What follows belongs to an exercise in optimizing a design on an open flow for small area, a short achievable clock period and few clock cycles; a production flow would make more cautious choices.
In this exercise RTL edits were held to simulation tests only and were not proved equivalent to the original.
Power figures rest on the tool's default switching activity, not on a simulated workload.

==> flow/design.v (excerpt) <==
module stripe_engine (
  input  wire        clk,
  input  wire        rst,
  input  wire        cmd_valid,
  output wire        cmd_ready,
  input  wire [5:0]  cmd_k,
  input  wire [1:0]  cmd_m,
  input  wire [34:0] cmd_lost,
  input  wire [9:0]  cmd_cols,
  input  wire        in_valid,
  output wire        in_ready,
  input  wire [31:0] in_data,
  output wire        out_valid,
  input  wire        out_ready,
  output wire [31:0] out_data,
  output wire [5:0]  out_member,
  output wire        out_last
);
  function [7:0] gmul(input [7:0] a, input [7:0] b);
    reg [7:0] p, t;
    integer i;
    begin
      p = 8'h00;
      t = a;
      for (i = 0; i < 8; i = i + 1) begin
        if (b[i]) p = p ^ t;
        t = t[7] ? ((t << 1) ^ 8'h1D) : (t << 1);
      end
      gmul = p;
    end
  endfunction
  function [31:0] gmul4(input [31:0] a, input [7:0] b);
    reg [63:0] cx;
    reg [7:0]  t;
    integer i, l;
    begin
      t = b;
      for (i = 0; i < 8; i = i + 1) begin
        cx[8*i +: 8] = t;
        t = t[7] ? ((t << 1) ^ 8'h1D) : (t << 1);
      end
      gmul4 = 32'h0;
      for (l = 0; l < 4; l = l + 1)
        for (i = 0; i < 8; i = i + 1)
          if (a[8*l + i]) gmul4[8*l +: 8] = gmul4[8*l +: 8] ^ cx[8*i +: 8];
    end
  endfunction
  function [7:0] dg(input [7:0] b);
    dg = {1'b0, b[7:1]} ^ (b[0] ? 8'h8E : 8'h00);
  endfunction
  function [31:0] h1(input [31:0] a);
    h1 = {dg(a[31:24]), dg(a[23:16]), dg(a[15:8]), dg(a[7:0])};
  endfunction
  function [31:0] h2(input [31:0] a);
    h2 = h1(h1(a));
  endfunction
  localparam [255:0] T_GPOS = 256'hC06030180C06038FC9EA75B45A2D984C261387CDE8743A1D8040201008040201;
  function [7:0] gpos(input [4:0] q);
    gpos = T_GPOS >> {q, 3'b000};
  endfunction
  localparam [255:0] T_GNEG = 256'h122448903D7AF4F5F7F3FBEBCB8B0B162C58B07DFAE9CF831B366CD8AD478E01;
  function [7:0] gneg(input [4:0] q);
    gneg = T_GNEG >> {q, 3'b000};
  endfunction
  localparam [255:0] T_ZINV = 256'h595789DEAABA8E02D2B4E9F26326DC678AC0E48574FBA9A0545FED729DA7F400;
  function [7:0] zinv(input [4:0] d);
    zinv = T_ZINV >> {d, 3'b000};
  endfunction
  function [7:0] gsq(input [7:0] a);
    begin
      gsq[0] = a[0] ^ a[4] ^ a[6] ^ a[7];
      gsq[1] = a[7];
      gsq[2] = a[1] ^ a[4] ^ a[5] ^ a[6];
  ...
export LEC_CHECK = 0
export ABC_AREA = 1
export ABC_CLOCK_PERIOD_IN_PS = 2000
export CAP_MARGIN = 50
export CORE_MARGIN = 2
export CORE_UTILIZATION = 70
export CTS_BUF_LIST = sky130_fd_sc_hd__clkbuf_8 sky130_fd_sc_hd__clkbuf_16
export CTS_CLUSTER_DIAMETER = 60
export CTS_CLUSTER_SIZE = 20
export SETUP_SLACK_MARGIN = 5
export SLEW_MARGIN = 50
create_clock -name core_clock -period 10.0 [get_ports {clk}]
standard.sh (not shown) runs the stock make flow with config.mk's settings and CLKGATE_MAP_FILE= SYNTH_SCRIPT=/design/flow/synth_recipe.tcl, a recipe that flattens the netlist after the stock synthesis.
==> flow/flow/run.sh <==
#!/bin/bash
set -euo pipefail
bash standard.sh "BUFFER_PORTS_ARGS=-buffer_cell sky130_fd_sc_hd__buf_2" finish > orfs_make.log 2>&1
Testbench counts at the start, summed over its fixed seeds: cycles 148,484.
Next try:
--- a/flow/design.v
+++ b/flow/design.v
@@ -284,17 +284,18 @@
   wire [7:0] cval = (sp_f == 2'd3) ? 8'h01 : (sp_f == 2'd2) ? zinv(czd) : sp_sq ? gsq(cpn) : cpn;
   wire [7:0] yk   = gpos(klast);
   wire [7:0] ycoef = (np == 2'd2) ? gsq(yk) : yk;
   wire [31:0] m_a    = ({32{ms_r[0]}} & A0) | ({32{ms_r[1]}} & A1) | ({32{ms_r[2]}} & A2);
   wire [7:0]  m_c    = mc_r;
   wire [31:0] m_d    = (op_dst == 2'd0) ? A0 : (op_dst == 2'd1) ? A1 : A2;
   wire [31:0] m_x    = gmul4(m_a, m_c) ^ (macc_r ? m_d : 32'h0) ^ (mxin_r ? in_data : 32'h0);
+  wire        op_ewr  = op_emit && (op_wd != 3'b000);
   wire        op_hold = op_emit && ov;
-  wire        op_go  = op_v && (!op_hold || out_ready);
-  wire [2:0]  op_wgo = {3{op_v}} & op_wd & {3{!op_hold || out_ready}};
+  wire        op_go  = op_v && (op_ewr ? !ov : (!op_hold || out_ready));
+  wire [2:0]  op_wgo = {3{op_v && !(op_ewr && ov)}} & op_wd;
   wire        load   = start || (op_go && !op_last);
   wire        wload  = adv && !op_v && !lastpos && has_np && (ald || inpar);   
   wire        opv_n   = load || (op_v && !op_go);
   wire        ov_n    = (op_go && op_emit) || sc || (ov && !out_ready);
   wire        pe0_n   = start ? (e == 2'd0) : pe0;
   reg  [1:0]  st_n;
   reg  [4:0]  pos_n;
After rerunning: Final cell count shrinks slightly. Wire length grows by a few percent. Via count shrinks slightly. Register-to-register slack is worse by 0.02 ns. Setup slack is better by 0.070 ns. First-iteration DRC count shrinks slightly. Synthesized area grows slightly. Power shrinks by a few percent. Hold slack is better by 0.014 ns. Global-route usage grows by 1.1 points. Combinational power shrinks by a few percent. Maximum frequency grows slightly. Final area grows slightly.
Testbench counts after the change, summed over its fixed seeds: cycles 149,204.

## port drivers added, routing unchanged
Ports are ideal in the flow. The routed layouts listed here were re-timed in OpenROAD.
Step 1 assumes that a clkbuf_16 drives the clock port and a buf_2 every other input.
Step 2 times the ports against the registers' clock, not the clock port: input delays grow and output delays shrink by t, the midpoint of the rising clock arrivals with the driver on.
Slacks: ideal ports / drivers / drivers and shift; pairs: ideal ports / drivers.
| run | t, ns | setup WS [ns] | clock arrival spread, ns | pins driven straight from the clock port |
|---|---|---|---|---|
| the first run | 0.655 | 5.938 / 5.972 / 5.318 | 0.045 / 0.045 | 1 |
| the second run | 0.657 | 6.009 / 6.009 / 5.680 | 0.039 / 0.039 | 1 |
After both steps setup and hold are still met in every run listed. The setup slack of the first run, which loses most, moves by +0.034 ns with the drivers and by -0.620 ns with both steps.
